This is an optimization exercise on Yosys and OpenROAD, whose aim is small area, a short achievable clock period and few clock cycles per item, not a production implementation.
Function was checked by simulation only, so behaviour that the tests miss may differ from the original.

===== design/flow/config.mk =====
export PLATFORM = sky130hd
export DESIGN_NAME = cz_quant
export DESIGN_NICKNAME = cz_quant
export VERILOG_FILES = /design/flow/design.v
export SDC_FILE = /design/flow/constraint.sdc
export NUM_CORES = 4
export LEC_CHECK = 0
export ABC_AREA = 1
export CAP_MARGIN = 20
export CORE_MARGIN = 2
export CORE_UTILIZATION = 60
export CTS_CLUSTER_DIAMETER = 50
export SLEW_MARGIN = 20

===== design/flow/constraint.sdc =====
create_clock -name core_clock -period 140.0 [get_ports {clk}]
set_input_delay 28.0000 -clock core_clock [delete_from_list [all_inputs] [get_ports {clk}]]
set_output_delay 28.0000 -clock core_clock [all_outputs]
set_load 0.01 [all_outputs]

===== design/flow/design.v =====
module cz_rca #(
    parameter N = 8
) (
    input  [N-1:0] a,
    input  [N-1:0] b,
    input          ci,
    output [N-1:0] s,
    output         co
);
    wire [N:0] c;
    assign c[0] = ci;
    genvar i;
    generate
        for (i = 0; i < N; i = i + 1) begin : g_bit
            assign s[i]   = a[i] ^ b[i] ^ c[i];
            assign c[i+1] = (a[i] & b[i]) | (c[i] & (a[i] ^ b[i]));
        end
    endgenerate
    assign co = c[N];
endmodule
module cz_add #(
    parameter N = 8
) (
    input  [N-1:0] a,
    input  [N-1:0] b,
    input          ci,
    output [N-1:0] s,
    output         co
);
    localparam L = (N <= 2) ? 1 : (N <= 4) ? 2 : (N <= 8) ? 3 : (N <= 16) ? 4 :
                   (N <= 32) ? 5 : (N <= 64) ? 6 : 7;
    wire [N-1:0] p = a ^ b;
    wire [N*(L+1)-1:0] gv;
    wire [N*(L+1)-1:0] pv;
    assign gv[N-1:0] = a & b;
    assign pv[N-1:0] = p;
    genvar l, i;
    generate
        for (l = 0; l < L; l = l + 1) begin : g_lvl
            for (i = 0; i < N; i = i + 1) begin : g_bit
                if ((i >> l) & 1) begin : g_op
                    assign gv[(l+1)*N+i] = gv[l*N+i] | (pv[l*N+i] & gv[l*N+((i >> l) << l)-1]);
                    assign pv[(l+1)*N+i] = pv[l*N+i] & pv[l*N+((i >> l) << l)-1];
                end else begin : g_pass
                    assign gv[(l+1)*N+i] = gv[l*N+i];
                    assign pv[(l+1)*N+i] = pv[l*N+i];
                end
            end
        end
    endgenerate
    wire [N-1:0] c = gv[L*N+N-1:L*N] | (pv[L*N+N-1:L*N] & {N{ci}});
    assign s  = p ^ {c[N-2:0], ci};
    assign co = c[N-1];
endmodule
module cz_por #(
    parameter N = 8
) (
    input  [N-1:0] x,
    output [N-1:0] p
);
    localparam L = (N <= 2) ? 1 : (N <= 4) ? 2 : (N <= 8) ? 3 : (N <= 16) ? 4 :
                   (N <= 32) ? 5 : (N <= 64) ? 6 : 7;
    wire [N*(L+1)-1:0] v;
    assign v[N-1:0] = x;
    genvar l, i;
    generate
        for (l = 0; l < L; l = l + 1) begin : g_lvl
            for (i = 0; i < N; i = i + 1) begin : g_bit
                if ((i >> l) & 1) begin : g_op
                    assign v[(l+1)*N+i] = v[l*N+i] | v[l*N+((i >> l) << l)-1];
                end else begin : g_pass
                    assign v[(l+1)*N+i] = v[l*N+i];
                end
            end
        end
    endgenerate
    assign p = v[L*N+N-1:L*N];
endmodule
module cz_rnd24 #(
    parameter N = 40
) (
    input  [N-1:0] x,
    output [N:0]   y
);
    wire [N-1:0] xr, tr;
    genvar k;
    generate
        for (k = 0; k < N; k = k + 1) begin : g_rev
            assign xr[k] = x[N-1-k];
        end
    endgenerate
    cz_por #(.N(N)) u_t (.x(xr), .p(tr));
    wire [N+25:0] t;
    assign t[N+25:N] = 26'd0;
    generate
        for (k = 0; k < N; k = k + 1) begin : g_t
            assign t[k] = tr[N-1-k];
        end
    endgenerate
    wire [N-1:0] keep = ~t[N+23:24];                
    wire [N-1:0] lsb  = t[N+22:23] & ~t[N+23:24];   
    wire [N-1:0] rnd  = t[N+23:24] & ~t[N+24:25];   
    wire [N-1:0] stk  = t[N+24:25];                 
    wire up = (|(x & rnd)) & ((|(x & stk)) | (|(x & lsb)));
    wire [N-1:0] z = x | ~keep;
    wire [N-1:0] zn;
    wire [N-1:0] pa;
    cz_por #(.N(N)) u_c (.x(~z), .p(zn));
    assign pa = ~zn;                                 
    wire [N-1:0] c = {pa[N-2:0], 1'b1} & keep & {N{up}};
    assign y[N-1:0] = (x & keep) ^ c;
    assign y[N]     = up & pa[N-1];
endmodule
module cz_mul (
    input  [23:0] a,
    input  [15:0] b,
    input  [23:0] ex,       
    output [39:0] p
);
    wire [18:0] bx = {2'b00, b, 1'b0};
    wire [24:0] al = {a, 1'b0};           
    wire [224:0] pp;
    wire [8:0] ng;
    genvar j;
    generate
        for (j = 0; j < 9; j = j + 1) begin : g_row
            wire b2 = bx[2*j+2];
            wire b1 = bx[2*j+1];
            wire b0 = bx[2*j];
            wire one = b1 ^ b0;
            wire two = (b2 & ~b1 & ~b0) | (~b2 & b1 & b0);
            assign ng[j] = b2 & ~(b1 & b0);
            assign pp[j*25+24:j*25] = (({1'b0, a} & {25{one}}) | (al & {25{two}})) ^ {25{ng[j]}};
        end
    endgenerate
    wire s1, c2, s3, c4, s5, c6, s7, c8, s9, c10, s11, c12, s13, c14, s15, c16;
    wire s17, c18, s19, c20, s21, c22, s23, c24, s25, c26, s27, c28, s29, c30, s31, c32;
    wire s33, c34, s35, c36, s37, c38, s39, c40, s41, c42, s43, c44, s45, c46, s47, c48;
    wire s49, c50, s51, c52, s53, c54, s55, c56, s57, c58, s59, c60, s61, c62, s63, c64;
    wire s65, c66, s67, c68, s69, c70, s71, c72, s73, c74, s75, c76, s77, c78, s79, c80;
    wire s81, c82, s83, c84, s85, c86, s87, c88, s89, c90, s91, c92, s93, c94, s95, c96;
    wire s97, c98, s99, c100, s101, c102, s103, c104, s105, c106, s107, c108, s109, c110, s111, c112;
    wire s113, c114, s115, c116, s117, c118, s119, c120, s121, c122, s123, c124, s125, c126, s127, c128;
    wire s129, c130, s131, c132, s133, c134, s135, c136, s137, c138, s139, c140, s141, c142, s143, c144;
    wire s145, c146, s147, c148, s149, c150, s151, c152, s153, c154, s155, c156, s157, c158, s159, c160;
    wire s161, c162, s163, c164, s165, c166, s167, c168, s169, c170, s171, c172, s173, c174, s175, c176;
    wire s177, c178, s179, c180, s181, c182, s183, c184, s185, c186, s187, c188, s189, c190, s191, c192;
    wire s193, c194, s195, c196, s197, c198, s199, c200, s201, c202, s203, c204, s205, c206, s207, c208;
    wire s209, c210, s211, c212, s213, c214, s215, c216, s217, c218, s219, c220, s221, c222, s223, c224;
    wire s225, c226, s227, c228, s229, c230, s231, c232, s233, c234, s235, c236, s237, c238, s239, c240;
    wire s241, c242, s243, c244, s245, c246, s247, c248, s249, c250, s251, c252, s253, c254, s255, c256;
    wire s257, c258, s259, c260, s261, c262, s263, c264, s265, c266, s267, c268, s269, c270, s271, c272;
    wire s273, c274, s275, c276, s277, c278, s279, c280, s281, c282, s283, c284, s285, c286, s287, c288;
    wire s289, c290, s291, c292, s293, c294, s295, c296, s297, c298, s299, c300, s301, c302, s303, c304;
    wire s305, c306, s307, c308, s309, c310, s311, c312, s313, c314, s315, c316, s317, c318, s319, c320;
    wire s321, c322, s323, c324, s325, c326, s327, c328, s329, c330, s331, c332, s333, c334, s335, c336;
    wire s337, c338, s339, c340, s341, c342, s343, c344, s345, c346, s347, c348, s349, c350, s351, c352;
    wire s353, c354, s355, c356, s357, c358, s359, c360, s361, c362, s363, c364, s365, c366, s367, c368;
    wire s369, c370, s371, c372, s373, c374, s375, c376, s377, c378, s379, c380, s381, c382, s383, c384;
    wire s385, c386, s387, c388, s389, c390, s391, c392, s393, c394, s395, c396, s397, c398, s399, c400;
    wire s401, c402, s403, c404, s405, c406, s407, c408, s409, c410, s411, c412, s413, c414, s415, c416;
    wire s417, c418, s419, c420, s421, c422, s423, c424, s425, c426, s427, c428, s429, c430;
    assign s1 = pp[14] ^ pp[37];
    assign c2 = pp[14] & pp[37];
    assign s3 = pp[15] ^ pp[38];
    assign c4 = pp[15] & pp[38];
    assign s5 = pp[16] ^ pp[39] ^ pp[62];
    assign c6 = (pp[16] & pp[39]) | (pp[62] & (pp[16] ^ pp[39]));
    assign s7 = pp[17] ^ pp[40] ^ pp[63];
    assign c8 = (pp[17] & pp[40]) | (pp[63] & (pp[17] ^ pp[40]));
    assign s9 = pp[18] ^ pp[41] ^ pp[64];
    assign c10 = (pp[18] & pp[41]) | (pp[64] & (pp[18] ^ pp[41]));
    assign s11 = pp[19] ^ pp[42] ^ pp[65];
    assign c12 = (pp[19] & pp[42]) | (pp[65] & (pp[19] ^ pp[42]));
    assign s13 = pp[20] ^ pp[43] ^ pp[66];
    assign c14 = (pp[20] & pp[43]) | (pp[66] & (pp[20] ^ pp[43]));
    assign s15 = pp[21] ^ pp[44] ^ pp[67];
    assign c16 = (pp[21] & pp[44]) | (pp[67] & (pp[21] ^ pp[44]));
    assign s17 = pp[22] ^ pp[45] ^ pp[68];
    assign c18 = (pp[22] & pp[45]) | (pp[68] & (pp[22] ^ pp[45]));
    assign s19 = pp[23] ^ pp[46] ^ pp[69];
    assign c20 = (pp[23] & pp[46]) | (pp[69] & (pp[23] ^ pp[46]));
    assign s21 = pp[24] ^ pp[47];
    assign c22 = pp[24] & pp[47];
    assign s23 = pp[48] ^ pp[71] ^ pp[94];
    assign c24 = (pp[48] & pp[71]) | (pp[94] & (pp[48] ^ pp[71]));
    assign s25 = pp[49] ^ pp[72];
    assign c26 = pp[49] & pp[72];
    assign s27 = pp[8] ^ pp[31];
    assign c28 = pp[8] & pp[31];
    assign s29 = pp[9] ^ pp[32];
    assign c30 = pp[9] & pp[32];
    assign s31 = pp[10] ^ pp[33] ^ pp[56];
    assign c32 = (pp[10] & pp[33]) | (pp[56] & (pp[10] ^ pp[33]));
    assign s33 = pp[79] ^ pp[102];
    assign c34 = pp[79] & pp[102];
    assign s35 = pp[11] ^ pp[34] ^ pp[57];
    assign c36 = (pp[11] & pp[34]) | (pp[57] & (pp[11] ^ pp[34]));
    assign s37 = pp[80] ^ pp[103];
    assign c38 = pp[80] & pp[103];
    assign s39 = pp[12] ^ pp[35] ^ pp[58];
    assign c40 = (pp[12] & pp[35]) | (pp[58] & (pp[12] ^ pp[35]));
    assign s41 = pp[81] ^ pp[104] ^ pp[127];
    assign c42 = (pp[81] & pp[104]) | (pp[127] & (pp[81] ^ pp[104]));
    assign s43 = pp[150] ^ ng[6];
    assign c44 = pp[150] & ng[6];
    assign s45 = pp[13] ^ pp[36] ^ pp[59];
    assign c46 = (pp[13] & pp[36]) | (pp[59] & (pp[13] ^ pp[36]));
    assign s47 = pp[82] ^ pp[105] ^ pp[128];
    assign c48 = (pp[82] & pp[105]) | (pp[128] & (pp[82] ^ pp[105]));
    assign s49 = pp[151] ^ ex[13];
    assign c50 = pp[151] & ex[13];
    assign s51 = pp[60] ^ pp[83] ^ pp[106];
    assign c52 = (pp[60] & pp[83]) | (pp[106] & (pp[60] ^ pp[83]));
    assign s53 = pp[129] ^ pp[152] ^ pp[175];
    assign c54 = (pp[129] & pp[152]) | (pp[175] & (pp[129] ^ pp[152]));
    assign s55 = ng[7] ^ ex[14] ^ s1;
    assign c56 = (ng[7] & ex[14]) | (s1 & (ng[7] ^ ex[14]));
    assign s57 = pp[61] ^ pp[84] ^ pp[107];
    assign c58 = (pp[61] & pp[84]) | (pp[107] & (pp[61] ^ pp[84]));
    assign s59 = pp[130] ^ pp[153] ^ pp[176];
    assign c60 = (pp[130] & pp[153]) | (pp[176] & (pp[130] ^ pp[153]));
    assign s61 = ex[15] ^ s3 ^ c2;
    assign c62 = (ex[15] & s3) | (c2 & (ex[15] ^ s3));
    assign s63 = pp[85] ^ pp[108] ^ pp[131];
    assign c64 = (pp[85] & pp[108]) | (pp[131] & (pp[85] ^ pp[108]));
    assign s65 = pp[154] ^ pp[177] ^ pp[200];
    assign c66 = (pp[154] & pp[177]) | (pp[200] & (pp[154] ^ pp[177]));
    assign s67 = ex[16] ^ s5 ^ c4;
    assign c68 = (ex[16] & s5) | (c4 & (ex[16] ^ s5));
    assign s69 = pp[86] ^ pp[109] ^ pp[132];
    assign c70 = (pp[86] & pp[109]) | (pp[132] & (pp[86] ^ pp[109]));
    assign s71 = pp[155] ^ pp[178] ^ pp[201];
    assign c72 = (pp[155] & pp[178]) | (pp[201] & (pp[155] ^ pp[178]));
    assign s73 = ex[17] ^ s7 ^ c6;
    assign c74 = (ex[17] & s7) | (c6 & (ex[17] ^ s7));
    assign s75 = pp[87] ^ pp[110] ^ pp[133];
    assign c76 = (pp[87] & pp[110]) | (pp[133] & (pp[87] ^ pp[110]));
    assign s77 = pp[156] ^ pp[179] ^ pp[202];
    assign c78 = (pp[156] & pp[179]) | (pp[202] & (pp[156] ^ pp[179]));
    assign s79 = ex[18] ^ s9 ^ c8;
    assign c80 = (ex[18] & s9) | (c8 & (ex[18] ^ s9));
    assign s81 = pp[88] ^ pp[111] ^ pp[134];
    assign c82 = (pp[88] & pp[111]) | (pp[134] & (pp[88] ^ pp[111]));
    assign s83 = pp[157] ^ pp[180] ^ pp[203];
    assign c84 = (pp[157] & pp[180]) | (pp[203] & (pp[157] ^ pp[180]));
    assign s85 = ex[19] ^ s11 ^ c10;
    assign c86 = (ex[19] & s11) | (c10 & (ex[19] ^ s11));
    assign s87 = pp[89] ^ pp[112] ^ pp[135];
    assign c88 = (pp[89] & pp[112]) | (pp[135] & (pp[89] ^ pp[112]));
    assign s89 = pp[158] ^ pp[181] ^ pp[204];
    assign c90 = (pp[158] & pp[181]) | (pp[204] & (pp[158] ^ pp[181]));
    assign s91 = ex[20] ^ s13 ^ c12;
    assign c92 = (ex[20] & s13) | (c12 & (ex[20] ^ s13));
    assign s93 = pp[90] ^ pp[113] ^ pp[136];
    assign c94 = (pp[90] & pp[113]) | (pp[136] & (pp[90] ^ pp[113]));
    assign s95 = pp[159] ^ pp[182] ^ pp[205];
    assign c96 = (pp[159] & pp[182]) | (pp[205] & (pp[159] ^ pp[182]));
    assign s97 = ex[21] ^ s15 ^ c14;
    assign c98 = (ex[21] & s15) | (c14 & (ex[21] ^ s15));
    assign s99 = pp[91] ^ pp[114] ^ pp[137];
    assign c100 = (pp[91] & pp[114]) | (pp[137] & (pp[91] ^ pp[114]));
    assign s101 = pp[160] ^ pp[183] ^ pp[206];
    assign c102 = (pp[160] & pp[183]) | (pp[206] & (pp[160] ^ pp[183]));
    assign s103 = ex[22] ^ s17 ^ c16;
    assign c104 = (ex[22] & s17) | (c16 & (ex[22] ^ s17));
    assign s105 = pp[92] ^ pp[115] ^ pp[138];
    assign c106 = (pp[92] & pp[115]) | (pp[138] & (pp[92] ^ pp[115]));
    assign s107 = pp[161] ^ pp[184] ^ pp[207];
    assign c108 = (pp[161] & pp[184]) | (pp[207] & (pp[161] ^ pp[184]));
    assign s109 = ex[23] ^ s19 ^ c18;
    assign c110 = (ex[23] & s19) | (c18 & (ex[23] ^ s19));
    assign s111 = pp[70] ^ pp[93] ^ pp[116];
    assign c112 = (pp[70] & pp[93]) | (pp[116] & (pp[70] ^ pp[93]));
    assign s113 = pp[139] ^ pp[162] ^ pp[185];
    assign c114 = (pp[139] & pp[162]) | (pp[185] & (pp[139] ^ pp[162]));
    assign s115 = pp[208] ^ s21 ^ c20;
    assign c116 = (pp[208] & s21) | (c20 & (pp[208] ^ s21));
    assign s117 = pp[117] ^ pp[140] ^ pp[163];
    assign c118 = (pp[117] & pp[140]) | (pp[163] & (pp[117] ^ pp[140]));
    assign s119 = pp[186] ^ pp[209] ^ ~ng[0];
    assign c120 = (pp[186] & pp[209]) | (~ng[0] & (pp[186] ^ pp[209]));
    assign s121 = 1'b1 ^ s23 ^ c22;
    assign c122 = (1'b1 & s23) | (c22 & (1'b1 ^ s23));
    assign s123 = pp[95] ^ pp[118] ^ pp[141];
    assign c124 = (pp[95] & pp[118]) | (pp[141] & (pp[95] ^ pp[118]));
    assign s125 = pp[164] ^ pp[187] ^ pp[210];
    assign c126 = (pp[164] & pp[187]) | (pp[210] & (pp[164] ^ pp[187]));
    assign s127 = 1'b1 ^ s25 ^ c24;
    assign c128 = (1'b1 & s25) | (c24 & (1'b1 ^ s25));
    assign s129 = pp[73] ^ pp[96] ^ pp[119];
    assign c130 = (pp[73] & pp[96]) | (pp[119] & (pp[73] ^ pp[96]));
    assign s131 = pp[142] ^ pp[165] ^ pp[188];
    assign c132 = (pp[142] & pp[165]) | (pp[188] & (pp[142] ^ pp[165]));
    assign s133 = pp[211] ^ ~ng[1] ^ c26;
    assign c134 = (pp[211] & ~ng[1]) | (c26 & (pp[211] ^ ~ng[1]));
    assign s135 = pp[74] ^ pp[97] ^ pp[120];
    assign c136 = (pp[74] & pp[97]) | (pp[120] & (pp[74] ^ pp[97]));
    assign s137 = pp[143] ^ pp[166] ^ pp[189];
    assign c138 = (pp[143] & pp[166]) | (pp[189] & (pp[143] ^ pp[166]));
    assign s139 = pp[212] ^ 1'b1;
    assign c140 = pp[212] & 1'b1;
    assign s141 = pp[98] ^ pp[121] ^ pp[144];
    assign c142 = (pp[98] & pp[121]) | (pp[144] & (pp[98] ^ pp[121]));
    assign s143 = pp[167] ^ pp[190] ^ pp[213];
    assign c144 = (pp[167] & pp[190]) | (pp[213] & (pp[167] ^ pp[190]));
    assign s145 = pp[99] ^ pp[122] ^ pp[145];
    assign c146 = (pp[99] & pp[122]) | (pp[145] & (pp[99] ^ pp[122]));
    assign s147 = pp[168] ^ pp[191];
    assign c148 = pp[168] & pp[191];
    assign s149 = pp[123] ^ pp[146] ^ pp[169];
    assign c150 = (pp[123] & pp[146]) | (pp[169] & (pp[123] ^ pp[146]));
    assign s151 = pp[124] ^ pp[147];
    assign c152 = pp[124] & pp[147];
    assign s153 = pp[4] ^ pp[27];
    assign c154 = pp[4] & pp[27];
    assign s155 = pp[5] ^ pp[28];
    assign c156 = pp[5] & pp[28];
    assign s157 = pp[6] ^ pp[29] ^ pp[52];
    assign c158 = (pp[6] & pp[29]) | (pp[52] & (pp[6] ^ pp[29]));
    assign s159 = pp[75] ^ ng[3];
    assign c160 = pp[75] & ng[3];
    assign s161 = pp[7] ^ pp[30] ^ pp[53];
    assign c162 = (pp[7] & pp[30]) | (pp[53] & (pp[7] ^ pp[30]));
    assign s163 = pp[76] ^ ex[7];
    assign c164 = pp[76] & ex[7];
    assign s165 = pp[54] ^ pp[77] ^ pp[100];
    assign c166 = (pp[54] & pp[77]) | (pp[100] & (pp[54] ^ pp[77]));
    assign s167 = ng[4] ^ ex[8] ^ s27;
    assign c168 = (ng[4] & ex[8]) | (s27 & (ng[4] ^ ex[8]));
    assign s169 = pp[55] ^ pp[78] ^ pp[101];
    assign c170 = (pp[55] & pp[78]) | (pp[101] & (pp[55] ^ pp[78]));
    assign s171 = ex[9] ^ s29 ^ c28;
    assign c172 = (ex[9] & s29) | (c28 & (ex[9] ^ s29));
    assign s173 = pp[125] ^ ng[5] ^ ex[10];
    assign c174 = (pp[125] & ng[5]) | (ex[10] & (pp[125] ^ ng[5]));
    assign s175 = s31 ^ s33 ^ c30;
    assign c176 = (s31 & s33) | (c30 & (s31 ^ s33));
    assign s177 = pp[126] ^ ex[11] ^ s35;
    assign c178 = (pp[126] & ex[11]) | (s35 & (pp[126] ^ ex[11]));
    assign s179 = s37 ^ c32 ^ c34;
    assign c180 = (s37 & c32) | (c34 & (s37 ^ c32));
    assign s181 = ex[12] ^ s39 ^ s41;
    assign c182 = (ex[12] & s39) | (s41 & (ex[12] ^ s39));
    assign s183 = s43 ^ c36 ^ c38;
    assign c184 = (s43 & c36) | (c38 & (s43 ^ c36));
    assign s185 = s45 ^ s47 ^ s49;
    assign c186 = (s45 & s47) | (s49 & (s45 ^ s47));
    assign s187 = c40 ^ c42 ^ c44;
    assign c188 = (c40 & c42) | (c44 & (c40 ^ c42));
    assign s189 = s51 ^ s53 ^ s55;
    assign c190 = (s51 & s53) | (s55 & (s51 ^ s53));
    assign s191 = c46 ^ c48 ^ c50;
    assign c192 = (c46 & c48) | (c50 & (c46 ^ c48));
    assign s193 = s57 ^ s59 ^ s61;
    assign c194 = (s57 & s59) | (s61 & (s57 ^ s59));
    assign s195 = c52 ^ c54 ^ c56;
    assign c196 = (c52 & c54) | (c56 & (c52 ^ c54));
    assign s197 = s63 ^ s65 ^ s67;
    assign c198 = (s63 & s65) | (s67 & (s63 ^ s65));
    assign s199 = c58 ^ c60 ^ c62;
    assign c200 = (c58 & c60) | (c62 & (c58 ^ c60));
    assign s201 = s69 ^ s71 ^ s73;
    assign c202 = (s69 & s71) | (s73 & (s69 ^ s71));
    assign s203 = c64 ^ c66 ^ c68;
    assign c204 = (c64 & c66) | (c68 & (c64 ^ c66));
    assign s205 = s75 ^ s77 ^ s79;
    assign c206 = (s75 & s77) | (s79 & (s75 ^ s77));
    assign s207 = c70 ^ c72 ^ c74;
    assign c208 = (c70 & c72) | (c74 & (c70 ^ c72));
    assign s209 = s81 ^ s83 ^ s85;
    assign c210 = (s81 & s83) | (s85 & (s81 ^ s83));
    assign s211 = c76 ^ c78 ^ c80;
    assign c212 = (c76 & c78) | (c80 & (c76 ^ c78));
    assign s213 = s87 ^ s89 ^ s91;
    assign c214 = (s87 & s89) | (s91 & (s87 ^ s89));
    assign s215 = c82 ^ c84 ^ c86;
    assign c216 = (c82 & c84) | (c86 & (c82 ^ c84));
    assign s217 = s93 ^ s95 ^ s97;
    assign c218 = (s93 & s95) | (s97 & (s93 ^ s95));
    assign s219 = c88 ^ c90 ^ c92;
    assign c220 = (c88 & c90) | (c92 & (c88 ^ c90));
    assign s221 = s99 ^ s101 ^ s103;
    assign c222 = (s99 & s101) | (s103 & (s99 ^ s101));
    assign s223 = c94 ^ c96 ^ c98;
    assign c224 = (c94 & c96) | (c98 & (c94 ^ c96));
    assign s225 = s105 ^ s107 ^ s109;
    assign c226 = (s105 & s107) | (s109 & (s105 ^ s107));
    assign s227 = c100 ^ c102 ^ c104;
    assign c228 = (c100 & c102) | (c104 & (c100 ^ c102));
    assign s229 = s111 ^ s113 ^ s115;
    assign c230 = (s111 & s113) | (s115 & (s111 ^ s113));
    assign s231 = c106 ^ c108 ^ c110;
    assign c232 = (c106 & c108) | (c110 & (c106 ^ c108));
    assign s233 = s117 ^ s119 ^ s121;
    assign c234 = (s117 & s119) | (s121 & (s117 ^ s119));
    assign s235 = c112 ^ c114 ^ c116;
    assign c236 = (c112 & c114) | (c116 & (c112 ^ c114));
    assign s237 = s123 ^ s125 ^ s127;
    assign c238 = (s123 & s125) | (s127 & (s123 ^ s125));
    assign s239 = c118 ^ c120 ^ c122;
    assign c240 = (c118 & c120) | (c122 & (c118 ^ c120));
    assign s241 = s129 ^ s131 ^ s133;
    assign c242 = (s129 & s131) | (s133 & (s129 ^ s131));
    assign s243 = c124 ^ c126 ^ c128;
    assign c244 = (c124 & c126) | (c128 & (c124 ^ c126));
    assign s245 = s135 ^ s137 ^ s139;
    assign c246 = (s135 & s137) | (s139 & (s135 ^ s137));
    assign s247 = c130 ^ c132 ^ c134;
    assign c248 = (c130 & c132) | (c134 & (c130 ^ c132));
    assign s249 = ~ng[2] ^ s141 ^ s143;
    assign c250 = (~ng[2] & s141) | (s143 & (~ng[2] ^ s141));
    assign s251 = c136 ^ c138 ^ c140;
    assign c252 = (c136 & c138) | (c140 & (c136 ^ c138));
    assign s253 = pp[214] ^ 1'b1 ^ s145;
    assign c254 = (pp[214] & 1'b1) | (s145 & (pp[214] ^ 1'b1));
    assign s255 = s147 ^ c142 ^ c144;
    assign c256 = (s147 & c142) | (c144 & (s147 ^ c142));
    assign s257 = pp[192] ^ pp[215] ^ ~ng[3];
    assign c258 = (pp[192] & pp[215]) | (~ng[3] & (pp[192] ^ pp[215]));
    assign s259 = s149 ^ c146 ^ c148;
    assign c260 = (s149 & c146) | (c148 & (s149 ^ c146));
    assign s261 = pp[170] ^ pp[193] ^ pp[216];
    assign c262 = (pp[170] & pp[193]) | (pp[216] & (pp[170] ^ pp[193]));
    assign s263 = 1'b1 ^ s151 ^ c150;
    assign c264 = (1'b1 & s151) | (c150 & (1'b1 ^ s151));
    assign s265 = pp[148] ^ pp[171] ^ pp[194];
    assign c266 = (pp[148] & pp[171]) | (pp[194] & (pp[148] ^ pp[171]));
    assign s267 = pp[217] ^ ~ng[4] ^ c152;
    assign c268 = (pp[217] & ~ng[4]) | (c152 & (pp[217] ^ ~ng[4]));
    assign s269 = pp[149] ^ pp[172] ^ pp[195];
    assign c270 = (pp[149] & pp[172]) | (pp[195] & (pp[149] ^ pp[172]));
    assign s271 = pp[218] ^ 1'b1;
    assign c272 = pp[218] & 1'b1;
    assign s273 = pp[173] ^ pp[196] ^ pp[219];
    assign c274 = (pp[173] & pp[196]) | (pp[219] & (pp[173] ^ pp[196]));
    assign s275 = pp[174] ^ pp[197];
    assign c276 = pp[174] & pp[197];
    assign s277 = pp[2] ^ pp[25];
    assign c278 = pp[2] & pp[25];
    assign s279 = pp[3] ^ pp[26];
    assign c280 = pp[3] & pp[26];
    assign s281 = pp[50] ^ ng[2] ^ ex[4];
    assign c282 = (pp[50] & ng[2]) | (ex[4] & (pp[50] ^ ng[2]));
    assign s283 = pp[51] ^ ex[5] ^ s155;
    assign c284 = (pp[51] & ex[5]) | (s155 & (pp[51] ^ ex[5]));
    assign s285 = ex[6] ^ s157 ^ s159;
    assign c286 = (ex[6] & s157) | (s159 & (ex[6] ^ s157));
    assign s287 = s161 ^ s163 ^ c158;
    assign c288 = (s161 & s163) | (c158 & (s161 ^ s163));
    assign s289 = s165 ^ s167 ^ c162;
    assign c290 = (s165 & s167) | (c162 & (s165 ^ s167));
    assign s291 = s169 ^ s171 ^ c166;
    assign c292 = (s169 & s171) | (c166 & (s169 ^ s171));
    assign s293 = s173 ^ s175 ^ c170;
    assign c294 = (s173 & s175) | (c170 & (s173 ^ s175));
    assign s295 = s177 ^ s179 ^ c174;
    assign c296 = (s177 & s179) | (c174 & (s177 ^ s179));
    assign s297 = s181 ^ s183 ^ c178;
    assign c298 = (s181 & s183) | (c178 & (s181 ^ s183));
    assign s299 = s185 ^ s187 ^ c182;
    assign c300 = (s185 & s187) | (c182 & (s185 ^ s187));
    assign s301 = s189 ^ s191 ^ c186;
    assign c302 = (s189 & s191) | (c186 & (s189 ^ s191));
    assign s303 = s193 ^ s195 ^ c190;
    assign c304 = (s193 & s195) | (c190 & (s193 ^ s195));
    assign s305 = s197 ^ s199 ^ c194;
    assign c306 = (s197 & s199) | (c194 & (s197 ^ s199));
    assign s307 = s201 ^ s203 ^ c198;
    assign c308 = (s201 & s203) | (c198 & (s201 ^ s203));
    assign s309 = s205 ^ s207 ^ c202;
    assign c310 = (s205 & s207) | (c202 & (s205 ^ s207));
    assign s311 = s209 ^ s211 ^ c206;
    assign c312 = (s209 & s211) | (c206 & (s209 ^ s211));
    assign s313 = s213 ^ s215 ^ c210;
    assign c314 = (s213 & s215) | (c210 & (s213 ^ s215));
    assign s315 = s217 ^ s219 ^ c214;
    assign c316 = (s217 & s219) | (c214 & (s217 ^ s219));
    assign s317 = s221 ^ s223 ^ c218;
    assign c318 = (s221 & s223) | (c218 & (s221 ^ s223));
    assign s319 = s225 ^ s227 ^ c222;
    assign c320 = (s225 & s227) | (c222 & (s225 ^ s227));
    assign s321 = s229 ^ s231 ^ c226;
    assign c322 = (s229 & s231) | (c226 & (s229 ^ s231));
    assign s323 = s233 ^ s235 ^ c230;
    assign c324 = (s233 & s235) | (c230 & (s233 ^ s235));
    assign s325 = s237 ^ s239 ^ c234;
    assign c326 = (s237 & s239) | (c234 & (s237 ^ s239));
    assign s327 = s241 ^ s243 ^ c238;
    assign c328 = (s241 & s243) | (c238 & (s241 ^ s243));
    assign s329 = s245 ^ s247 ^ c242;
    assign c330 = (s245 & s247) | (c242 & (s245 ^ s247));
    assign s331 = s249 ^ s251 ^ c246;
    assign c332 = (s249 & s251) | (c246 & (s249 ^ s251));
    assign s333 = s253 ^ s255 ^ c250;
    assign c334 = (s253 & s255) | (c250 & (s253 ^ s255));
    assign s335 = s257 ^ s259 ^ c254;
    assign c336 = (s257 & s259) | (c254 & (s257 ^ s259));
    assign s337 = s261 ^ s263 ^ c258;
    assign c338 = (s261 & s263) | (c258 & (s261 ^ s263));
    assign s339 = s265 ^ s267 ^ c262;
    assign c340 = (s265 & s267) | (c262 & (s265 ^ s267));
    assign s341 = s269 ^ s271 ^ c266;
    assign c342 = (s269 & s271) | (c266 & (s269 ^ s271));
    assign s343 = ~ng[5] ^ s273 ^ c270;
    assign c344 = (~ng[5] & s273) | (c270 & (~ng[5] ^ s273));
    assign s345 = pp[220] ^ 1'b1 ^ s275;
    assign c346 = (pp[220] & 1'b1) | (s275 & (pp[220] ^ 1'b1));
    assign s347 = pp[198] ^ pp[221] ^ ~ng[6];
    assign c348 = (pp[198] & pp[221]) | (~ng[6] & (pp[198] ^ pp[221]));
    assign s349 = pp[199] ^ pp[222];
    assign c350 = pp[199] & pp[222];
    assign s351 = pp[0] ^ ng[0];
    assign c352 = pp[0] & ng[0];
    assign s353 = pp[1] ^ ex[1];
    assign c354 = pp[1] & ex[1];
    assign s355 = ng[1] ^ ex[2] ^ s277;
    assign c356 = (ng[1] & ex[2]) | (s277 & (ng[1] ^ ex[2]));
    assign s357 = ex[3] ^ s279 ^ c278;
    assign c358 = (ex[3] & s279) | (c278 & (ex[3] ^ s279));
    assign s359 = s153 ^ s281 ^ c280;
    assign c360 = (s153 & s281) | (c280 & (s153 ^ s281));
    assign s361 = c154 ^ s283 ^ c282;
    assign c362 = (c154 & s283) | (c282 & (c154 ^ s283));
    assign s363 = c156 ^ s285 ^ c284;
    assign c364 = (c156 & s285) | (c284 & (c156 ^ s285));
    assign s365 = c160 ^ s287 ^ c286;
    assign c366 = (c160 & s287) | (c286 & (c160 ^ s287));
    assign s367 = c164 ^ s289 ^ c288;
    assign c368 = (c164 & s289) | (c288 & (c164 ^ s289));
    assign s369 = c168 ^ s291 ^ c290;
    assign c370 = (c168 & s291) | (c290 & (c168 ^ s291));
    assign s371 = c172 ^ s293 ^ c292;
    assign c372 = (c172 & s293) | (c292 & (c172 ^ s293));
    assign s373 = c176 ^ s295 ^ c294;
    assign c374 = (c176 & s295) | (c294 & (c176 ^ s295));
    assign s375 = c180 ^ s297 ^ c296;
    assign c376 = (c180 & s297) | (c296 & (c180 ^ s297));
    assign s377 = c184 ^ s299 ^ c298;
    assign c378 = (c184 & s299) | (c298 & (c184 ^ s299));
    assign s379 = c188 ^ s301 ^ c300;
    assign c380 = (c188 & s301) | (c300 & (c188 ^ s301));
    assign s381 = c192 ^ s303 ^ c302;
    assign c382 = (c192 & s303) | (c302 & (c192 ^ s303));
    assign s383 = c196 ^ s305 ^ c304;
    assign c384 = (c196 & s305) | (c304 & (c196 ^ s305));
    assign s385 = c200 ^ s307 ^ c306;
    assign c386 = (c200 & s307) | (c306 & (c200 ^ s307));
    assign s387 = c204 ^ s309 ^ c308;
    assign c388 = (c204 & s309) | (c308 & (c204 ^ s309));
    assign s389 = c208 ^ s311 ^ c310;
    assign c390 = (c208 & s311) | (c310 & (c208 ^ s311));
    assign s391 = c212 ^ s313 ^ c312;
    assign c392 = (c212 & s313) | (c312 & (c212 ^ s313));
    assign s393 = c216 ^ s315 ^ c314;
    assign c394 = (c216 & s315) | (c314 & (c216 ^ s315));
    assign s395 = c220 ^ s317 ^ c316;
    assign c396 = (c220 & s317) | (c316 & (c220 ^ s317));
    assign s397 = c224 ^ s319 ^ c318;
    assign c398 = (c224 & s319) | (c318 & (c224 ^ s319));
    assign s399 = c228 ^ s321 ^ c320;
    assign c400 = (c228 & s321) | (c320 & (c228 ^ s321));
    assign s401 = c232 ^ s323 ^ c322;
    assign c402 = (c232 & s323) | (c322 & (c232 ^ s323));
    assign s403 = c236 ^ s325 ^ c324;
    assign c404 = (c236 & s325) | (c324 & (c236 ^ s325));
    assign s405 = c240 ^ s327 ^ c326;
    assign c406 = (c240 & s327) | (c326 & (c240 ^ s327));
    assign s407 = c244 ^ s329 ^ c328;
    assign c408 = (c244 & s329) | (c328 & (c244 ^ s329));
    assign s409 = c248 ^ s331 ^ c330;
    assign c410 = (c248 & s331) | (c330 & (c248 ^ s331));
    assign s411 = c252 ^ s333 ^ c332;
    assign c412 = (c252 & s333) | (c332 & (c252 ^ s333));
    assign s413 = c256 ^ s335 ^ c334;
    assign c414 = (c256 & s335) | (c334 & (c256 ^ s335));
    assign s415 = c260 ^ s337 ^ c336;
    assign c416 = (c260 & s337) | (c336 & (c260 ^ s337));
    assign s417 = c264 ^ s339 ^ c338;
    assign c418 = (c264 & s339) | (c338 & (c264 ^ s339));
    assign s419 = c268 ^ s341 ^ c340;
    assign c420 = (c268 & s341) | (c340 & (c268 ^ s341));
    assign s421 = c272 ^ s343 ^ c342;
    assign c422 = (c272 & s343) | (c342 & (c272 ^ s343));
    assign s423 = c274 ^ s345 ^ c344;
    assign c424 = (c274 & s345) | (c344 & (c274 ^ s345));
    assign s425 = c276 ^ s347 ^ c346;
    assign c426 = (c276 & s347) | (c346 & (c276 ^ s347));
    assign s427 = 1'b1 ^ s349 ^ c348;
    assign c428 = (1'b1 & s349) | (c348 & (1'b1 ^ s349));
    assign s429 = pp[223] ^ ~ng[7] ^ c350;
    assign c430 = (pp[223] & ~ng[7]) | (c350 & (pp[223] ^ ~ng[7]));
    wire [39:0] r0 = {s429, s427, s425, s423, s421, s419, s417, s415, s413, s411, s409, s407, s405, s403, s401, s399, s397, s395, s393, s391, s389, s387, s385, s383, s381, s379, s377, s375, s373, s371, s369, s367, s365, s363, s361, s359, s357, s355, s353, ex[0]};
    wire [39:0] r1 = {c428, c426, c424, c422, c420, c418, c416, c414, c412, c410, c408, c406, c404, c402, c400, c398, c396, c394, c392, c390, c388, c386, c384, c382, c380, c378, c376, c374, c372, c370, c368, c366, c364, c362, c360, c358, c356, c354, c352, s351};
    cz_add #(.N(40)) u_fin (.a(r0), .b(r1), .ci(1'b0), .s(p), .co());
endmodule
module cz_xstep (
    input  [30:0] d,
    input         ident,
    input         zero,        
    output [11:0] idx,
    output [23:0] op_a,
    output [7:0]  k
);
    wire [7:0]  e8 = d[30:23];
    wire [23:0] m  = {|e8, d[22:0]};
    reg [4:0] lz;
    integer n;
    always @* begin
        lz = 5'd0;
        for (n = 0; n < 24; n = n + 1)
            if (m[n]) lz = 5'd23 - n[4:0];
    end
    wire [23:0] mn = m << lz;
    wire [7:0]  eb = (e8 == 8'd0) ? 8'd1 : e8;
    wire [35:0] p;
    cz_rca #(.N(36)) u_p (.a({mn, 12'd0}), .b(~{12'd0, mn}), .ci(1'b1), .s(p), .co());
    wire        h    = p[35];
    wire [23:0] xraw = h ? p[35:12] : p[34:11];
    wire        rb   = h ? p[11] : p[10];
    wire        st   = h ? (|p[10:0]) : (|p[9:0]);
    wire        up   = rb & (st | xraw[0]);
    wire [24:0] xs;
    cz_rca #(.N(24)) u_xs (.a(xraw), .b(24'd0), .ci(up), .s(xs[23:0]), .co(xs[24]));
    wire        cy   = xs[24];
    wire [23:0] xm   = cy ? 24'h800000 : xs[23:0];
    wire [8:0]  gp;
    cz_rca #(.N(9)) u_gp (.a({1'b0, eb}), .b({7'd0, h & cy, h ^ cy}), .ci(1'b0), .s(gp), .co());
    wire [9:0]  g;
    cz_rca #(.N(10)) u_g (.a({1'b0, gp}), .b(~{5'd0, lz}), .ci(1'b1), .s(g), .co());
    wire [9:0]  shw;                         
    cz_rca #(.N(10)) u_sh (.a(g), .b(~10'd116), .ci(1'b1), .s(shw), .co());
    wire        xge1 = !shw[9];
    wire        xg   = xge1 && !ident;
    wire [23:0] xsrc = zero ? 24'd0 : ident ? m : xm;
    wire [3:0]  sh   = xg ? shw[3:0] : 4'd0;
    wire [34:0] xf   = {11'd0, xsrc} << sh;
    wire [7:0]  kt;                          
    cz_rca #(.N(8)) u_kt (.a(8'd116), .b(~g[7:0]), .ci(1'b1), .s(kt), .co());
    assign idx  = xg ? xf[34:23] : 12'd0;
    assign op_a = {xf[23] && !xg, xf[22:0]};
    assign k    = ident ? {1'b0, ~eb[6:0]} : (xge1 ? 8'd0 : kt);
endmodule
module cz_mstep (
    input  [15:0] t0,
    input  [15:0] t1,
    input  [23:0] op_a,
    input         ident,
    output [39:0] r,
    output        sgn
);
    wire [15:0] d10;
    wire        ge;
    cz_add #(.N(16)) u_d (.a(t1), .b(~t0), .ci(1'b1), .s(d10), .co(ge));
    wire [15:0] b   = ident ? 16'hffff : (d10 ^ {16{!ge}});
    wire [23:0] ex  = op_a & {24{!ident && !ge}};
    wire [39:0] pm;
    cz_mul u_mul (.a(op_a), .b(b), .ex(ex), .p(pm));
    wire [40:0] rr;
    cz_rnd24 #(.N(40)) u_rnd (.x(pm), .y(rr));
    assign r   = rr[39:0];
    assign sgn = !ident && !ge;
endmodule
module cz_astep (
    input  [39:0] r,
    input         sgn,
    input  [15:0] t0,
    input  [7:0]  k,
    output [44:0] q,
    output        tiny,
    output [7:0]  ue
);
    wire [44:0] rs = {r, 5'd0};
    wire [45*7-1:0] sv;
    wire [6:0]      st;
    assign sv[44:0] = rs;
    assign st[0]    = 1'b0;
    genvar j;
    generate
        for (j = 0; j < 6; j = j + 1) begin : g_sh
            wire [44:0] cur = sv[j*45+44:j*45];
            assign sv[(j+1)*45+44:(j+1)*45] = k[j] ? (cur >> (1 << j)) : cur;
            assign st[j+1] = st[j] | (k[j] & (|cur[(1 << j)-1:0]));
        end
    endgenerate
    wire        big = |k[7:6];
    wire [44:0] a   = big ? 45'd0 : sv[6*45+44:6*45];
    wire        stk = big ? (|r) : st[6];
    wire [28:0] l29 = {a[27:0], stk};
    wire [28:0] lp;
    cz_por #(.N(29)) u_lo (.x(l29), .p(lp));
    wire [29:0] lo = {lp, 1'b0};
    wire [28:0] ln = l29 ^ ({29{sgn}} & lo[28:0]);
    wire [15:0] u;
    cz_add #(.N(16)) u_hi (.a(t0), .b(a[43:28] ^ {16{sgn}}), .ci(sgn & !lo[29]), .s(u), .co());
    wire [44:0] vx = {u, ln};
    wire [45:0] y;
    cz_rnd24 #(.N(45)) u_rnd (.x(vx), .y(y));
    assign tiny = (t0 == 16'd0) && stk;
    assign q    = tiny ? rs : y[44:0];
    wire [7:0]  uk;
    cz_rca #(.N(8)) u_uk (.a(8'd142), .b(~k), .ci(1'b1), .s(uk), .co());
    assign ue   = tiny ? uk : 8'd141;
endmodule
module cz_ostep (
    input  [44:0] q,
    input  [7:0]  ue,
    input         tiny,
    input  [3:0]  wc,      
    input  [4:0]  tau5,    
    output [31:0] yf,
    output [15:0] code
);
    reg [5:0] lzc;
    integer n;
    always @* begin
        lzc = 6'd45;
        for (n = 0; n < 45; n = n + 1)
            if (q[n]) lzc = 6'd44 - n[5:0];
    end
    wire [7:0]  el;                        
    wire        le;                        
    cz_rca #(.N(8)) u_el (.a(ue), .b(~{2'b00, lzc}), .ci(1'b1), .s(el), .co(le));
    wire [5:0]  sh  = le ? lzc : ue[5:0];
    wire [44:0] z   = q << sh;
    wire [7:0]  ex  = z[44] ? (el + 8'd1) : 8'd0;
    assign yf = {1'b0, ex, z[43:21]};
    wire [43:0] yq = q[44:1];
    wire [59:0] ys = {8'd0, yq, 8'd0} << wc;
    wire [59:0] am;
    cz_rca #(.N(60)) u_am (.a(ys), .b(~{16'd0, yq}), .ci(1'b1), .s(am), .co());
    wire [36:0] ap = am[59:23];            
    wire [21:0] s1;
    cz_rca #(.N(21)) u_s1 (.a(ap[36:16]), .b({5'd0, ap[15:0]}), .ci(1'b0), .s(s1[20:0]), .co(s1[21]));
    wire        c2;
    wire [15:0] s2_unused;
    cz_rca #(.N(16)) u_s2 (.a(s1[15:0]), .b({10'd0, s1[21:16]}), .ci(1'b1), .s(s2_unused), .co(c2));
    wire [6:0]  t3s;
    wire        t3c;
    cz_rca #(.N(6)) u_t3 (.a(s1[21:16]), .b({1'b0, tau5}), .ci(c2), .s(t3s[5:0]), .co(t3c));
    wire [20:0] t3 = {14'd0, t3c, t3s[5:0]};
    wire [20:0] sm;
    cz_rca #(.N(21)) u_sm (.a(ap[36:16]), .b(t3), .ci(1'b0), .s(sm), .co());
    assign code = tiny ? 16'd0 : sm[20:5];
endmodule
module cz_quant (
    input             clk,
    input             rst,           
    input             in_valid,
    output            in_ready,
    input      [31:0] in_d,          
    input             in_ident,      
    input       [2:0] in_table,      
    input       [4:0] in_width,      
    input       [2:0] in_dither,     
    input      [15:0] in_fn,         
    input       [2:0] in_word,       
    input      [19:0] in_entry,      
    input             in_zero,       
    output     [14:0] tbl_addr,      
    input      [15:0] tbl_data0,     
    input      [15:0] tbl_data1,     
    output reg        out_valid,
    input             out_ready,
    output reg [15:0] out_word,
    output reg [31:0] out_y          
);
    reg  sk_valid;
    reg  adv;            
    reg  rdy;            
    assign in_ready = rdy;
    localparam IW = 54;
    wire [IW-1:0] in_item = {in_d[30:0], in_ident, in_table, in_width[4], in_width[2:0],
                             in_dither, in_fn[3:0], in_word, in_entry[3:0], in_zero};
    reg           s1_valid;
    reg  [IW-1:0] s1_item;
    always @(posedge clk) begin
        if (rst)
            s1_valid <= 1'b0;
        else if (adv)
            s1_valid <= in_valid && rdy;
        if (adv)
            s1_item <= in_item;
    end
    wire [30:0] s1_d     = s1_item[53:23];
    wire        s1_ident = s1_item[22];
    wire  [2:0] s1_table = s1_item[21:19];
    wire  [3:0] s1_wc    = s1_item[18:15];
    wire  [2:0] s1_dith  = s1_item[14:12];
    wire  [3:0] s1_fn    = s1_item[11:8];
    wire  [2:0] s1_word  = s1_item[7:5];
    wire  [3:0] s1_entry = s1_item[4:1];
    wire        s1_zero  = s1_item[0];
    wire [11:0] x_idx;
    wire [23:0] x_opa;
    wire  [7:0] x_k;
    cz_xstep u_x (.d(s1_d), .ident(s1_ident), .zero(s1_zero), .idx(x_idx), .op_a(x_opa), .k(x_k));
    wire [3:0] v = s1_fn + {s1_word, 1'b0} + {1'b0, s1_word} + {s1_entry[1:0], 2'b00} + s1_entry;
    reg  [4:0] tau5;
    always @* begin
        case (s1_dith)
            3'd0:    tau5 = 5'b10000;
            3'd1:    tau5 = {v[0], 4'b1000};
            3'd2:    tau5 = {v[0], v[1], 3'b100};
            3'd3:    tau5 = {v[0], v[1], v[2], 2'b10};
            default: tau5 = {v[0], v[1], v[2], v[3], 1'b1};
        endcase
    end
    reg        s2_valid, s2_ident;
    reg  [2:0] s2_table;
    reg [11:0] s2_idx;
    reg [23:0] s2_opa;
    reg  [7:0] s2_k;
    reg  [3:0] s2_wc;
    reg  [4:0] s2_tau;
    always @(posedge clk) begin
        if (rst)
            s2_valid <= 1'b0;
        else if (adv)
            s2_valid <= s1_valid;
        if (adv) begin
            s2_ident <= s1_ident || s1_zero;
            s2_table <= s1_table;
            s2_idx   <= x_idx;
            s2_opa   <= x_opa;
            s2_k     <= x_k;
            s2_wc    <= s1_wc;
            s2_tau   <= tau5;
        end
    end
    assign tbl_addr = {s2_table, s2_idx};
    reg        s3_valid, s3_ident;
    reg [15:0] s3_t0, s3_t1;
    reg [23:0] s3_opa;
    reg  [7:0] s3_k;
    reg  [3:0] s3_wc;
    reg  [4:0] s3_tau;
    always @(posedge clk) begin
        if (rst)
            s3_valid <= 1'b0;
        else if (adv)
            s3_valid <= s2_valid;
        if (adv) begin
            s3_ident <= s2_ident;
            s3_t0    <= tbl_data0;
            s3_t1    <= tbl_data1;
            s3_opa   <= s2_opa;
            s3_k     <= s2_k;
            s3_wc    <= s2_wc;
            s3_tau   <= s2_tau;
        end
    end
    wire [39:0] m_r;
    wire        m_sgn;
    cz_mstep u_m (.t0(s3_t0), .t1(s3_t1), .op_a(s3_opa), .ident(s3_ident), .r(m_r), .sgn(m_sgn));
    wire [44:0] a_q;
    wire        a_tiny;
    wire  [7:0] a_ue;
    wire [15:0] m_t0 = s3_ident ? 16'd0 : s3_t0;
    cz_astep u_a (.r(m_r), .sgn(m_sgn), .t0(m_t0), .k(s3_k), .q(a_q), .tiny(a_tiny), .ue(a_ue));
    reg        s5_valid, s5_tiny;
    reg [44:0] s5_q;
    reg  [7:0] s5_ue;
    reg  [3:0] s5_wc;
    reg  [4:0] s5_tau;
    always @(posedge clk) begin
        if (rst)
            s5_valid <= 1'b0;
        else if (adv)
            s5_valid <= s3_valid;
        if (adv) begin
            s5_tiny <= a_tiny;
            s5_q    <= a_q;
            s5_ue   <= a_ue;
            s5_wc   <= s3_wc;
            s5_tau  <= s3_tau;
        end
    end
    wire [31:0] o_y;
    wire [15:0] o_code;
    cz_ostep u_o (.q(s5_q), .ue(s5_ue), .tiny(s5_tiny), .wc(s5_wc), .tau5(s5_tau),
                  .yf(o_y), .code(o_code));
    wire [15:0] w_word = o_code;
    wire [31:0] w_y    = o_y;
    wire        w_valid = adv && s5_valid;      
    wire        out_free = !out_valid || out_ready;
    wire        pend = sk_valid || w_valid;        
    wire        hold = out_valid && pend;          
    reg  [15:0] sk_word;
    reg  [31:0] sk_y;
    always @(posedge clk) begin
        if (rst) begin
            out_valid <= 1'b0;
            sk_valid  <= 1'b0;
            adv       <= 1'b1;
            rdy       <= 1'b0;
        end else begin
            out_valid <= pend || (out_valid && !out_ready);
            sk_valid  <= hold && !out_ready;
            adv       <= !hold || out_ready;
            rdy       <= !hold || out_ready;
        end
        if (out_free) begin
            out_word <= sk_valid ? sk_word : w_word;
            out_y    <= sk_valid ? sk_y : w_y;
        end
        if (!sk_valid) begin
            sk_word <= w_word;
            sk_y    <= w_y;
        end
    end
endmodule

===== design/flow/flow/run.sh =====
#!/bin/bash
# The standard layout (standard.sh), with two changes:
# - ABC maps the synthesised logic with area-oriented mapping (amap, then
#   buffering and gate sizing; flow/abc_area.script) instead of ORFS's default
#   abc_area.script. Registers, their names and cell types are the standard
#   synthesis's, since ABC sees only combinational logic.
# - every input and output port still gets its own buffer, but a plain
#   sky130_fd_sc_hd__buf_1 instead of the delay cell buffer_ports picks.
set -euo pipefail
rm -rf scripts_area
cp -r "$FLOW_HOME/scripts" scripts_area
cp flow/abc_area.script scripts_area/abc_area.script
bash standard.sh finish SCRIPTS_DIR="$PWD/scripts_area" \
  BUFFER_PORTS_ARGS="-buffer_cell sky130_fd_sc_hd__buf_1" > layout.log 2>&1

===== design/flow/flow/abc_area.script =====
strash
dch
amap
topo
stime -c
buffer -c
upsize -c
dnsize -c

===== design/flow/standard.sh =====
#!/bin/bash
# synth_recipe.tcl (not shown) runs the flow's synth.tcl, then flattens the netlist and writes it again
# the make line also repeats each setting of config.mk as NAME=value (left out here)
make -C /OpenROAD-flow-scripts/flow DESIGN_CONFIG=/design/flow/config.mk WORK_HOME=/design/flow/orfs CLKGATE_MAP_FILE= SYNTH_SCRIPT=/design/flow/synth_recipe.tcl "${@:-finish}"

==> results.py, run 1 <==
metrics = {
    "worst_hold_path": {
        "hold_path_end": "s3_opa[7]",
        "min_delay_path_depth": 0,
        "holdCritPathClass": "register to register",
        "min_from": "s2_opa[7]",
    },
    "timing": {
        "worst_slew_pin_slew_ps": 1250,
        "slew_headroom_pct": 15.5,
        "period_share_pct": 20.8,
        "max_freq_mhz": 34.4,
        "finalCriticalPeriod_ps": 29110,
        "drv_slew": 0,
        "tns_ps": 0,
        "final_hold_viol_count": 0,
        "finalSetupViolCount": 0,
        "rsz0062_at_grt": "no",
        "worst_clock_skew_ps": 23.7,
        "holdWs_ps": 411,
    },
    "critical_path": {
        "crit_type": "register to output pin",
        "crit_buf_inv": 1,
        "crit_fanout": 1,
        "max_stage_delay_ps": 330,
        "crit_path_start_kind": "register",
        "path_cells": "buf_1",
        "cpLargestDelayFamily": "flip-flops",
        "reg2reg_from": "s3_t0[1]",
        "r2r_cells": 109,
        "end_kind": "output pin",
        "slowest_stage": "edfxtp_1",
        "rrSetupSlack_ps": 113680,
        "cp.arrival_ps": 1110,
        "worst_ep_required_time_ps": 112000,
        "r2r_end": "s5_q[30]",
    },
    "layout": {
        "syn_to_final_growth_pct": 6.70,
        "drive_gt1_share_pct": 6.05,
        "final_cell_mix": "nor2_1 (647), o22ai_1 (516), inv_1 (512)",
        "layout_commonest_cell": "nor2_1",
        "nets": 5381,
    },
    "route": {
        "remaining_drc_errors": 0,
        "drtAntennaViolNets": 0,
        "via_per_inst": 6.55,
        "wl_um": 126000,
        "vias": 37000,
        "drt_iter0_markers": 5037,
        "wl_per_cell_um": 22.3,
        "dr.pass1.iters": 6,
    },
    "run": {
        "cap_viol_max_count": 0,
    },
    "synth": {
        "synthesis.nets": 5418,
        "synthTopCellsByArea": "edfxtp_1 (23%), fa_1 (13%), o22ai_1 (8.3%)",
        "ys_types": 94,
        "yosysWarnings": 3,
        "synth_top_area_share_pct": 22.8,
        "ys_seq_elements": 352,
        "synth_edf_count": 296,
        "synth_flop_cell": "edfxtp_1",
        "seq_area_frac_synth_pct": 25.7,
        "synth_top_area_cell": "edfxtp_1",
        "ys_async_sr_fraction_pct": 0,
        "syn_area_sq_um": 39000,
        "syn_inst": 4803,
        "avgSynthCellArea_sq_um": 8.12,
    },
    "global_route": {
        "antenna_found_initial": 1,
        "grt_pass1_wl_um": 193000,
        "grt-ovfl-total": 0,
        "grt_max_degree": 95,
        "track_usage_pct": 36.9,
        "grt_pass1_vias": 33500,
    },
    "status": {
        "status": "no timing/DRC/antenna violations",
    },
    "floorplanning": {
        "die-area_sq_um": 67000,
        "die_w_um": 259,
        "ios": 185,
        "fp.dieH_um": 259,
        "initial_utilization_pct": 60.6,
        "num_rows": 93,
        "coreArea_sq_um": 64300,
    },
    "clock_tree": {
        "ctsHoldBuffers": 0,
        "cts_made_buffers": 39,
        "post_cts.repair.setup_buffers": 0,
        "clockBufferDepth": 3,
        "cts_resized": 0,
        "clk_pin_slew_ps": 60,
        "root_buffer": "clkbuf_16",
        "clk_latency_ps": 550,
        "clock-sinks": 352,
        "cts_tree": "built",
        "htree_levels": 2,
    },
    "placed_design": {
        "gp_congestion": 1.01,
        "port_buffers": 154,
        "dp_hpwl_um": 97700,
    },
}
[sequential cells by signal, indices dropped and copies added (netlist names), 5 cells and up]
register  flops
s5_q         45
s3_k          8
s3_t0        16
s2_tau        5
s3_opa       24
s2_idx       12
out_word     16
sk_word      16
s5_tau        5
out_y        32
s3_tau        5
s3_t1        16
s2_k          8
s2_opa       24
s5_ue         8
sk_y         32
s1_item      54
[cell families (layout without fill, tap and decap cells)]
kind of cell             Yosys count  after routing  synth area share (%)
other                              0              1                     0
flip-flops                       352            352                  25.7
AO/OA/AOI/OAI                   1685           1685                  29.0
buffers and inverters            879            872                  8.53
adder cells (fa/ha/maj)          495            495                  20.9
AND/OR/NAND/NOR                 1388           1388                  15.8
XOR/XNOR                           4              4                0.0899
[per-stage QoR]
step           cells  util (%)  cell area [sq um]  worst slack, ps
3_3_place_gp    5576      62.3              40100           110910
2_1_floorplan   4803         -              39000           110340
5_1_grt         5651      64.6              41600           110840
3_5_place_dp    5576      62.3              40100           110850
4_1_cts         5647      64.5              41500           110870
6_report        5652      64.7              41600           110890
[synthesized netlist by cell type, types with 16 or more instances]
master      n
o31ai_1    20
buf_1      20
fa_1      260
a22oi_1    19
nor4_1     28
nand2_1   390
nor3_1     93
nand3_1    37
o21ai_0   286
o22ai_1   519
inv_2      28
a31oi_1    28
clkinv_1   27
o22a_1    282
a22o_1     23
a21o_1     20
nor2b_1    16
edfxtp_1  296
a21oi_1   279
nand4_1    33
or2_2      24
o32ai_1    22
o21a_1     17
or3_1      40
a221oi_1   19
o221a_2    16
nor2_1    651
dfxtp_1    56
clkbuf_1  277
ha_1      235
inv_1     515
[metal layers]
metal  GRT usage [%]  routed length (um)
met1            53.1               53200
met3            7.33               13300
met2            55.9               54600
met4            11.9                5080
met5               0                  10
[worst max path at each step]
stage	endpoint	cells past startpoint	start
finish	out_y[27]	1	out_y[27]
global route	out_y[27]	1	out_y[27]
CTS	out_y[27]	1	out_y[27]
detailed placement	sk_valid	6	out_ready
global placement	sk_valid	6	out_ready
floorplan	sk_valid	4	out_ready
[layout make-up]
class / count / area [sq um]
inverters: 574 / 2160
multi-input cells: 3572 / 25800
flip-flops and latches: 352 / 10000
well taps: 855 / 1070
fillers: 5589 / 22700
repair buffers: 227 / 1200
clock inverters: 23 / 317
clock buffers: 48 / 1060
diodes: 1 / 2.50
Testbench counts, summed over its fixed seeds: cycles 16,040, items 16,000.
==> run 2, diff against run 1 <==
--- a/design/flow/config.mk
+++ b/design/flow/config.mk
@@ -9,5 +9,4 @@
 export CAP_MARGIN = 20
 export CORE_MARGIN = 2
 export CORE_UTILIZATION = 60
-export CTS_CLUSTER_DIAMETER = 50
 export SLEW_MARGIN = 20
==> run 2 against run 1 <==
  * Worst hold slack better by 3.6 ps
  * Final area is 0.37% lower
  * Count of clock-buffer cells in the layout down 10
  * Setup slack better by 5.0 ps
  * Critical path type unchanged
  * Non-clock buffer count unchanged
  * Critical path depth stayed put
  * Sequential cell count unchanged
  * First-iteration DRC count up 1.0%
  * Synthesized cell count unchanged
  * Via count up 0.68%
==> results.py, run 2 <==
metrics = {
    "route": {
        "drtAntennaViolNets": 0,
        "drt_iter0_markers": 5089,
        "vias": 37300,
        "wl_per_cell_um": 22.4,
        "dr.pass1.iters": 8,
        "remaining_drc_errors": 0,
        "via_per_inst": 6.61,
        "wl_um": 126000,
    },
    "clock_tree": {
        "clk_pin_slew_ps": 70,
        "htree_levels": 2,
        "cts_made_buffers": 34,
        "ctsHoldBuffers": 0,
        "clock-sinks": 352,
        "post_cts.repair.setup_buffers": 0,
        "cts_tree": "built",
        "root_buffer": "clkbuf_16",
        "cts_resized": 0,
        "clk_latency_ps": 540,
        "clockBufferDepth": 3,
    },
    "layout": {
        "syn_to_final_growth_pct": 6.31,
        "largest_register_ffs": 54,
        "diodes": 0,
        "nets": 5376,
        "final_cell_mix": "nor2_1 (647), o22ai_1 (516), inv_1 (512)",
        "reg.largest.list": "s1_item: 54 flops, s5_q: 45 flops",
        "largest-register": "s1_item",
        "layout_commonest_cell": "nor2_1",
        "drive_gt1_share_pct": 5.83,
    },
    "critical_path": {
        "worst_ep_required_time_ps": 112000,
        "cp.arrival_ps": 1110,
        "cpLargestDelayFamily": "flip-flops",
        "max_stage_delay_ps": 330,
        "reg2reg_from": "s3_t0[1]",
        "r2r_end": "s5_q[30]",
        "crit_buf_inv": 1,
        "path_cells": "buf_1",
        "slowest_stage": "edfxtp_1",
        "rrSetupSlack_ps": 113760,
        "crit_path_start_kind": "register",
        "end_kind": "output pin",
        "crit_fanout": 1,
        "startpoint": "out_y[27]",
        "r2r_cells": 108,
        "crit_type": "register to output pin",
    },
    "synth": {
        "yosysWarnings": 3,
        "synthTopCellsByArea": "edfxtp_1 (23%), fa_1 (13%), o22ai_1 (8.3%)",
        "ys_async_sr_fraction_pct": 0,
        "synth_top_area_cell": "edfxtp_1",
        "avgSynthCellArea_sq_um": 8.12,
        "ys_top_cells_by_count": "nor2_1 (651), o22ai_1 (519), inv_1 (515), nand2_1 (390), edfxtp_1 (296)",
        "synth_top_area_share_pct": 22.8,
        "syn_inst": 4803,
        "yosys.cell_count.top_type": "nor2_1",
        "syn_area_sq_um": 39000,
        "synthesis.nets": 5418,
        "ys_seq_elements": 352,
        "ys_types": 94,
        "seq_area_frac_synth_pct": 25.7,
        "synth_edf_count": 296,
        "synth_flop_cell": "edfxtp_1",
    },
    "floorplanning": {
        "ios": 185,
        "die_w_um": 259,
        "coreArea_sq_um": 64300,
        "die-area_sq_um": 67000,
        "num_rows": 93,
        "fp.dieH_um": 259,
        "initial_utilization_pct": 60.6,
    },
    "timing": {
        "period_share_pct": 20.8,
        "setup_ws_ps": 110890,
        "worst_clock_skew_ps": 19.6,
        "tns_ps": 0,
        "drv_slew": 0,
        "rsz0062_at_grt": "no",
        "finalSetupViolCount": 0,
        "slew_headroom_pct": 15.0,
        "final_hold_viol_count": 0,
        "worst_slew_pin_slew_ps": 1260,
        "finalCriticalPeriod_ps": 29110,
        "max_freq_mhz": 34.4,
    },
    "worst_hold_path": {
        "min_from": "s2_tau[3]",
        "min_delay_path_depth": 0,
        "holdCritPathClass": "register to register",
        "hold_path_end": "s3_tau[3]",
    },
    "global_route": {
        "grt_max_degree": 95,
        "track_usage_pct": 37.0,
        "antenna_found_initial": 1,
        "grt_pass1_wl_um": 193000,
        "grt-ovfl-total": 0,
        "grt_pass1_vias": 33500,
    },
    "placed_design": {
        "port_buffers": 154,
        "dp_hpwl_um": 97700,
        "place_ws_ps": 110850,
        "gp_congestion": 1.01,
    },
    "status": {
        "status": "no timing/DRC/antenna violations",
    },
    "run": {
        "cap_viol_max_count": 0,
    },
}
[run 2: cell families (layout without fill, tap and decap cells)]
logic type | after synthesis | after routing | share of synthesized area [%]
AOI/OAI and AO/OA | 1685 | 1685 | 29.0
xor gates and xnor gates | 4 | 4 | 0.0899
adders and majority gates | 495 | 495 | 20.9
buffers and inverters | 879 | 862 | 8.53
DFF | 352 | 352 | 25.7
and+or+nand+nor | 1388 | 1388 | 15.8
[run 2: cell type report]
cell class / count / area [sq um]
Tap cell: 855 / 1070
Multi-Input combinational cell: 3572 / 25800
Fill cell: 5605 / 22900
Timing Repair Buffer: 227 / 1200
Clock inverter: 23 / 329
Clock buffer: 38 / 897
Inverter: 574 / 2160
Sequential cell: 352 / 10000
[run 2: worst max path at each step]
stage / endpoint / slack (ps) / cells after the start
2_1_floorplan: sk_valid / 110340 / 4
3_3_place_gp: sk_valid / 110910 / 6
3_5_place_dp: sk_valid / 110850 / 6
4_1_cts: out_y[25] / 110880 / 1
5_1_grt: out_y[27] / 110850 / 1
6_report: out_y[27] / 110890 / 1
[run 2: per-stage QoR]
step / util (%) / cells / hold WS, ps / instance area (sq um)
2_1_floorplan: - / 4803 / 400 / 39000
3_3_place_gp: 62.3 / 5576 / 402 / 40100
3_5_place_dp: 62.3 / 5576 / 405 / 40100
4_1_cts: 64.2 / 5637 / 413 / 41300
5_1_grt: 64.4 / 5641 / 423 / 41400
6_report: 64.4 / 5641 / 415 / 41400
[run 2: layer usage]
| layer | track usage (%) | vias up | share of wire [%] |
|---|---|---|---|
| li1 | - | 17500 | - |
| met1 | 53.5 | 17500 | 42 |
| met2 | 56.2 | 2063 | 44 |
| met3 | 7.04 | 302 | 11 |
| met4 | 11.6 | 2 | 3.7 |
| met5 | 0 | - | 0.0063 |

==> afterwards: timing with drivers on the ports <==
How much do the figures lean on ideal ports? The routed layouts below were timed once more, with nothing changed but the port constraints.
Step 1 assumes that a clkbuf_16 drives the clock port and a buf_2 every other input.
Step 2 moves the port delays by t, midway between the first and last clock arrival at a register: inputs arrive t later, outputs are due t later. That takes back most of the time a late clock gives input paths.
a / b / c = ideal ports / drivers / drivers and shift; a / b = the first two.
run | t, ns | slack for setup (ns) | worst setup path after step 2 | worst register clock-pin slew, ns
run 1 | 0.598 | 110.889 / 110.829 / 110.784 | input to register | 0.07 / 0.07
run 2 | 0.588 | 110.894 / 110.837 / 110.769 | input to register | 0.07 / 0.07
After both steps setup and hold are still met in every run listed. For run 2, which loses most, drivers alone change the setup slack by -0.057 ns; drivers and shift together by -0.125 ns.
